What follows belongs to an exercise in optimizing a design on an open flow for small area, a short achievable clock period and few clock cycles per item; a production flow would make more cautious choices. Only simulation tests tie the RTL to the original design; equivalence was not proved. Power is estimated from default activity; no workload was simulated.

==> v20 <==
// lane_plan
module lane_plan (
    input  wire               clk,
    input  wire               rst,
    input  wire               ld_valid,
    input  wire        [5:0]  ld_idx,
    input  wire signed [15:0] ld_score,
    input  wire        [15:0] ld_vmod,
    input  wire               ld_ranked,
    input  wire               ld_bok,
    input  wire               ld_set_state,
    input  wire        [1:0]  ld_state,
    input  wire               start,
    input  wire               lane_start,
    input  wire signed [23:0] vref,
    input  wire        [22:0] cap,
    input  wire        [15:0] w_stay,
    input  wire        [1:0]  swap_limit,
    input  wire        [11:0] t_frame,
    output reg                busy,
    output reg                done,
    output reg  signed [23:0] res_err,
    output reg                res_pol_neg,
    output reg                res_clamp,
    output reg                res_ceiling,
    output reg         [21:0] res_level,
    output reg         [15:0] res_vbar,
    output reg                res_edge,
    output reg         [5:0]  res_edge_node,
    output reg         [11:0] res_edge_off,
    input  wire        [5:0]  rd_idx,
    output wire               rd_event,
    output wire        [1:0]  rd_state
);
==> flow/config.mk <==
export PLATFORM = sky130hd
export DESIGN_NAME = lane_plan
export DESIGN_NICKNAME = lane_plan
export VERILOG_FILES = /design/flow/design.v
export SDC_FILE = /design/flow/constraint.sdc
export NUM_CORES = 4
export LEC_CHECK = 0
export ABC_CLOCK_PERIOD_IN_PS = 6000
export CAP_MARGIN = 20
export CORE_MARGIN = 2
export CORE_UTILIZATION = 55
export SETUP_SLACK_MARGIN = 5
export SLEW_MARGIN = 20
==> flow/constraint.sdc <==
create_clock -name core_clock -period 12.0 [get_ports {clk}]
set_input_delay 2.4000 -clock core_clock [delete_from_list [all_inputs] [get_ports {clk}]]
set_output_delay 2.4000 -clock core_clock [all_outputs]
set_load 0.01 [all_outputs]
run.sh (not shown) runs the stock make flow with config.mk's settings and CLKGATE_MAP_FILE= SYNTH_SCRIPT=/design/flow/synth_recipe.tcl, a recipe that flattens the netlist after the stock synthesis.
==> inputs of v15, as changes to v20 <==
--- a/flow/design.v
+++ b/flow/design.v
@@ -108,21 +108,21 @@
     input  wire signed [23:0] vref,
     input  wire        [22:0] cap,
     input  wire        [15:0] w_stay,
     input  wire        [1:0]  swap_limit,
     input  wire        [11:0] t_frame,
     output reg                busy,
     output reg                done,
     output reg  signed [23:0] res_err,
-    output reg                res_pol_neg,
+    output wire               res_pol_neg,
     output reg                res_clamp,
-    output reg                res_ceiling,
-    output reg         [21:0] res_level,
-    output reg         [15:0] res_vbar,
+    output wire               res_ceiling,
+    output wire        [21:0] res_level,
+    output wire        [15:0] res_vbar,
     output reg                res_edge,
     output reg         [5:0]  res_edge_node,
     output reg         [11:0] res_edge_off,
     input  wire        [5:0]  rd_idx,
     output wire               rd_event,
     output wire        [1:0]  rd_state
 );
     localparam [1:0] BYP = 2'b00, POS = 2'b01, NEG = 2'b10, BLK = 2'b11;
@@ -150,28 +150,26 @@
     reg        [15:0] vmod_m  [0:63];
     reg        [1:0]  state_m [0:63];
     reg        [63:0] ranked_m;
     reg        [63:0] bok_m;
     reg        [63:0] chg_m;
     reg        [63:0] wr_m;       
     assign rd_event = chg_m[rd_idx];
     assign rd_state = state_m[rd_idx];
-    reg signed [23:0] err;
-    reg               pol_neg;
     reg        [5:0]  rot;
     reg [4:0]         st;
     reg               fin;         
     wire              idle   = (st == S_IDLE) && !fin;
     wire              ld_go  = idle && ld_valid;
     wire              st_go  = idle && !ld_valid && start;
     reg               res_v;
     reg        [5:0]  res_idx;
     reg signed [15:0] res_sc;
-    wire [5:0]  rp_idx = lq_v ? lq_idx : res_idx;
+    reg  [5:0]  rp_idx;
     wire [15:0] rv     = vmod_m[rp_idx];
     reg               lq_v;
     reg        [5:0]  lq_idx;
     reg        [15:0] lq_vmod;
     reg               lq_rk, lq_oldin;
     reg        [1:0]  lq_snew, lq_sold;
     wire       [1:0]  ld_sold = state_m[ld_idx];
     always @(posedge clk) begin
@@ -237,31 +235,33 @@
     reg        [22:0] g0;          
     reg signed [24:0] d0;          
     reg               ceiling;
     reg               o_v;
     reg        [5:0]  o_idx;
     reg signed [15:0] o_sc;
     reg        [15:0] vo;
     reg               f_ok, f_big;
-    reg               e_div, e_big, sg_neg;
+    reg               e_div, sg_neg;
     reg        [5:0]  f_idx;
     reg        [15:0] fv;
     reg        [15:0] xg;
     reg        [1:0]  dcnt;
     wire ceil_spec = c0;
     reg iss_in, iss_bud, iss_mn, iss_ex, iss_eo;
     always @(*) begin
         iss_in  = ceiling;
         iss_bud = 1'b0;
         iss_mn  = ceiling;
         iss_ex  = 1'b0;
         iss_eo  = 1'b0;
         case (st)
             S_X4: begin iss_in = ceil_spec; iss_mn = ceil_spec; iss_ex = 1'b1; iss_eo = 1'b1; end
+            S_XW: begin iss_in = c0; iss_mn = c0; end
+            S_X3: begin iss_in = c0; iss_mn = c0; iss_bud = 1'b1; end
             S_IDLE, S_XO, S_C1L: begin iss_in = 1'b0; iss_bud = 1'b1; iss_mn = 1'b0; end
             S_C1, S_XI:   begin iss_in = 1'b1; iss_bud = 1'b1; iss_mn = 1'b1; end
             S_I1, S_I3: iss_bud = 1'b1;
             S_I2:       iss_ex  = 1'b1;
             default: ;
         endcase
     end
     wire [5:0]   hg_rot = idle ? rot + 6'd1 : rot;
@@ -358,18 +358,19 @@
         .mn(q4mn),
         .va(v5[0]), .sa(s5[15:0]),  .ha(h5[0]), .ia(i5[4:0]),
         .vb(v5[1]), .sb(s5[31:16]), .hb(h5[1]), .ib(i5[9:5]),
         .vo(v6), .so(s6), .ho(h6), .io(i6));
     always @(posedge clk) begin
         res_v   <= v6;
         res_idx <= i6;
         res_sc  <= s6;
+        rp_idx  <= ld_go ? ld_idx : i6;
     end
-    wire signed [25:0] vsum_c = {{2{vref[23]}}, vref} + (lane_start ? 26'sd0 : {{2{err[23]}}, err});
+    wire signed [25:0] vsum_c = {{2{vref[23]}}, vref} + (lane_start ? 26'sd0 : {{2{res_err[23]}}, res_err});
     wire               cap_nz = (cap != 23'd0);
     wire        [25:0] vabs   = vsum[25] ? (26'd0 - vsum) : vsum;
     wire        [22:0] av_c   = (vabs > {3'b000, capq}) ? capq : vabs[22:0];
     wire [21:0] v_sel = (p == NEG) ? sum_neg : sum_pos;
     wire               do_swap   = (swaps != slq) && o_v && res_v && (osw > res_sc);
     wire        [22:0] v_swap    = v + vo - rv;
     wire signed [24:0] t_sw   = d0 - $signed({9'd0, rv});    
     wire               t_pos  = !t_sw[24] && (t_sw != 25'sd0);
@@ -395,21 +396,34 @@
     reg  [6:0]  vb_d;
     reg  [2:0]  vb_cnt;
     reg         vb_zero;
     wire [6:0]  vb_rem_n;
     wire [17:0] vb_q_n;
     lane_plan_dstep #(.RW(7), .QW(18), .K(3)) u_vbstep (
         .rem(vb_rem), .q(vb_q), .d(vb_d), .rem_o(vb_rem_n), .q_o(vb_q_n));
     wire [15:0] vbar = vb_zero ? 16'd0 : vb_q[15:0];
-    wire signed [25:0] kq     = sg_neg ? -$signed({10'd0, dv_q}) : $signed({10'd0, dv_q});
-    wire signed [25:0] kk     = e_div ? kq :
-                                e_big ? $signed({3'b000, gap} - {10'd0, fv}) : $signed({3'b000, gap});
-    wire signed [25:0] e_raw  = (ceiling ^ (p == NEG)) ? -kk : kk;
+    wire               e_sgn  = ceiling ^ (p == NEG);
+    wire signed [25:0] e_gap  = e_sgn ? -$signed({3'b000, gap}) : $signed({3'b000, gap});
+    wire signed [25:0] e_gfv  = e_sgn ? -$signed({3'b000, gap} - {10'd0, fv})
+                                      : $signed({3'b000, gap} - {10'd0, fv});
+    reg  signed [25:0] e_pre;
+    wire signed [25:0] e_raw  = !e_div ? e_pre :
+                                (e_sgn ^ sg_neg) ? -$signed({10'd0, dv_q}) : $signed({10'd0, dv_q});
     wire signed [25:0] vbar_s = {10'd0, vbar};
+    wire signed [25:0] e_now    = (st == S_M2 && f_big && dwell) ? e_gfv : e_gap;
+    wire signed [25:0] e_sel    = fin ? e_raw : e_now;
+    wire               clamp_hi = (e_sel > vbar_s);
+    wire               clamp_lo = (e_sel < -vbar_s);
+    wire signed [23:0] err_c    = clamp_hi ? vbar_s[23:0] : clamp_lo ? -vbar_s[23:0] : e_sel[23:0];
+    wire               vb_ok    = (vb_cnt == 3'd0);
+    assign res_pol_neg = (p == NEG);
+    assign res_ceiling = ceiling;
+    assign res_level   = v[21:0];
+    assign res_vbar    = vbar;
     reg        c1_en;
     reg [5:0]  c1_idx;
     reg [1:0]  c1_val;
     reg        c2_en;           
     reg [5:0]  c2_idx;
     always @(*) begin
         c1_en  = 1'b0;
         c1_idx = res_idx;
@@ -460,73 +474,54 @@
             vb_rem <= vb_rem_n;
             vb_q   <= vb_q_n;
             vb_cnt <= vb_cnt - 1'b1;
         end
         if (rst) begin
             st      <= S_IDLE;
             fin     <= 1'b0;
             busy    <= 1'b0;
-            err     <= 24'sd0;
-            pol_neg <= 1'b0;
+            res_err <= 24'sd0;
             rot     <= 6'd0;
             vb_cnt  <= 3'd0;
         end else if (fin) begin
-            if (vb_cnt == 3'd0) begin
-                if (e_raw > vbar_s) begin
-                    err       <= vbar_s[23:0];
-                    res_err   <= vbar_s[23:0];
-                    res_clamp <= 1'b1;
-                end else if (e_raw < -vbar_s) begin
-                    err       <= -vbar_s[23:0];
-                    res_err   <= -vbar_s[23:0];
-                    res_clamp <= 1'b1;
-                end else begin
-                    err       <= e_raw[23:0];
-                    res_err   <= e_raw[23:0];
-                    res_clamp <= 1'b0;
-                end
-                pol_neg     <= (p == NEG);
-                res_pol_neg <= (p == NEG);
-                res_ceiling <= ceiling;
-                res_level   <= v[21:0];
-                res_vbar    <= vbar;
-                busy        <= 1'b0;
-                done        <= 1'b1;
-                fin         <= 1'b0;
+            if (vb_ok) begin
+                res_err   <= err_c;
+                res_clamp <= clamp_hi | clamp_lo;
+                busy      <= 1'b0;
+                done      <= 1'b1;
+                fin       <= 1'b0;
             end
         end else begin
             case (st)
             S_IDLE: begin
                 if (st_go) begin
                     busy <= 1'b1;
                     if (lane_start) begin
-                        err     <= 24'sd0;
-                        pol_neg <= 1'b0;
                         rot     <= 6'd0;
                     end else begin
                         rot     <= rot + 1'b1;
                     end
                     vsum <= vsum_c;
                     tq   <= t_frame;
                     capq <= cap;
                     slq  <= swap_limit;
                     if (cap_nz && !vsum_c[25] && vsum_c != 26'sd0) p <= POS;
                     else if (cap_nz && vsum_c[25])                 p <= NEG;
-                    else                     p <= (!lane_start && pol_neg) ? NEG : POS;
+                    else                     p <= (!lane_start && p == NEG) ? NEG : POS;
                     st <= lane_start ? S_C1L : S_C1;
                 end
             end
             S_C1, S_C1L: begin
                 av    <= av_c;
+                c0    <= ({1'b0, v_sel} > av_c);
                 v     <= {1'b0, v_sel};
                 swaps    <= 2'd0;
                 res_edge <= 1'b0;
                 e_div    <= 1'b0;
-                e_big    <= 1'b0;
                 vb_zero <= (cnt == 7'd0);
                 vb_rem  <= {3'b000, sum_rk[21:18]};
                 vb_q    <= sum_rk[17:0];
                 vb_d    <= cnt;
                 vb_cnt  <= 3'd6;
                 st <= (st == S_C1L) ? S_XI : S_XW;
             end
             S_XO: st <= S_XI;
@@ -534,32 +529,32 @@
             S_XW: st <= S_X3;
             S_IW: st <= S_I2;
             S_X3: begin
                 o_v   <= res_v;
                 o_idx <= res_idx;
                 o_sc  <= res_sc;
                 osw   <= res_sc - $signed({2'b00, w_stay});
                 vo    <= rv;
-                c0    <= (v > av);
-                g0    <= (v > av) ? (v - av) : (av - v);
+                g0    <= c0 ? (v - av) : (av - v);
                 d0    <= $signed({2'b00, v}) + $signed({9'd0, rv}) - $signed({2'b00, av});
                 st    <= S_X4;
             end
             S_X4: begin
                 if (do_swap) begin
                     v     <= v_swap;
                     swaps <= swaps + 1'b1;
                 end
                 if (do_swap && (swaps + 2'd1 != slq)) begin
+                    c0 <= t_pos;
                     st <= S_XO;
                 end else begin
                     ceiling <= do_swap ? t_pos : c0;
                     gap     <= do_swap ? (t_sw[24] ? -t_sw[22:0] : t_sw[22:0]) : g0;
-                    st      <= (do_swap && (t_pos == c0)) ? S_I1 : S_I0;
+                    st      <= !do_swap ? S_I2 : (t_pos == c0) ? S_I1 : S_I0;
                 end
             end
             S_I0: st <= S_I1;
             S_I1: st <= S_IW;
             S_I2: begin
                 if (accept) begin
                     v   <= ceiling ? (v - rv) : (v + rv);
                     gap <= gap - {7'd0, rv};
@@ -573,18 +568,26 @@
                 f_ok  <= res_v && (rv != 16'd0) && (gap != 23'd0);
                 f_big <= (gap >= {7'd0, rv});
                 f_idx <= res_idx;
                 fv    <= rv;
                 xg    <= rv - gap[15:0];
                 st    <= S_M1;
             end
             S_M1: begin
+                e_pre <= e_gap;
                 if (!f_ok) begin
-                    fin <= 1'b1;
+                    if (vb_ok) begin
+                        res_err   <= err_c;
+                        res_clamp <= clamp_hi | clamp_lo;
+                        busy      <= 1'b0;
+                        done      <= 1'b1;
+                    end else begin
+                        fin <= 1'b1;
+                    end
                     st  <= S_IDLE;
                 end else if (f_big) begin
                     st <= S_M2;
                 end else begin
                     dv_rem <= n_a[28:12];
                     dv_q   <= {n_a[11:0], 4'b0000};
                     dv_d   <= {fv, 1'b0};
                     dv_d3  <= {1'b0, fv, 1'b0} + {fv, 2'b00};
@@ -602,28 +605,42 @@
                 if (f_ok && dwell) begin
                     res_edge      <= 1'b1;
                     res_edge_node <= f_idx;
                     res_edge_off  <= a_val;
                     sg_neg        <= sd[17];
                     dv_d          <= {5'd0, tq};
                     dv_d3         <= {7'd0, tq} + {6'd0, tq, 1'b0};
                     if (f_big) begin
-                        e_big <= 1'b1;
-                        fin   <= 1'b1;
+                        e_pre <= e_gfv;
+                        if (vb_ok) begin
+                        res_err   <= err_c;
+                        res_clamp <= clamp_hi | clamp_lo;
+                        busy      <= 1'b0;
+                        done      <= 1'b1;
+                    end else begin
+                        fin <= 1'b1;
+                    end
                         st    <= S_IDLE;
                     end else begin
                         e_div  <= 1'b1;
                         dv_rem <= {9'd0, dvd[15:8]};
                         dv_q   <= {dvd[7:0], 8'd0};
                         dcnt   <= 2'd1;
                         st     <= S_DD;
                     end
                 end else begin
-                    fin <= 1'b1;
+                    if (vb_ok) begin
+                        res_err   <= err_c;
+                        res_clamp <= clamp_hi | clamp_lo;
+                        busy      <= 1'b0;
+                        done      <= 1'b1;
+                    end else begin
+                        fin <= 1'b1;
+                    end
                     st  <= S_IDLE;
                 end
             end
             S_DD: begin
                 dv_rem <= dv_rem_n;
                 dv_q   <= dv_q_n;
                 dcnt   <= dcnt - 1'b1;
                 if (dcnt == 2'd0) begin
- CTS_CLUSTER_DIAMETER: default -> 70
- CTS_CLUSTER_SIZE: default -> 20
==> summary.md <==
| Metric | Value |
|---|---|
| Register Area | 0.09556 sq mm |
| Clock power share | 0.173 |
| Synthesis-to-finish area growth | 14.22% |
| Outcome | timing/DRC/antenna clean |
| Min setup slack post-route | 4.894 ns |
| Delay-heaviest family, CP | compound AO/OA/AOI/OAI gates |
| Vias | 170.2k |
Source of the figures above: v20

==> summary.md <==
| Metric | Value |
|---|---|
| Register Area | 0.09448 sq mm |
| Min setup slack post-route | 4.889 ns |
| Delay-heaviest family, CP | multiplexers |
| Outcome | timing/DRC/antenna clean |
| Clock power share | 0.148 |
Source of the figures above: v15

Testbench counts of v20, summed over its fixed seeds: cycles 69,057, frames 800.
Testbench counts of v15, summed over its fixed seeds: cycles 67,268, frames 800.

==> port drivers added, routing unchanged <==
The results above use ideal ports. As a check the final layouts listed here were re-extracted and re-timed, cells and wires unchanged. Step 1 sets driving cells, clkbuf_16 on the clock port and buf_2 on the other inputs (assumed; they add their load-dependent delay and slew). Step 2 adds t to the input delays and takes it off the output delays; t is the mean of the earliest and latest rising clock arrival at the registers after step 1. Input paths then give back, and output paths get back, about the clock's delay inside the block. Slacks: no drivers / after step 1 / after step 2; pairs: no drivers / after step 1.
run | t, ns | slack for setup (ns) | worst data-port slew with drivers (ns)
v20 | 1.111 | 4.894 / 4.801 / 4.277 | 0.19
v15 | 1.063 | 4.889 / 4.699 / 4.501 | 0.21
After both steps every run listed still meets setup and hold. For v20, which loses most, drivers alone change the setup slack by -0.093 ns; drivers and shift together by -0.617 ns.
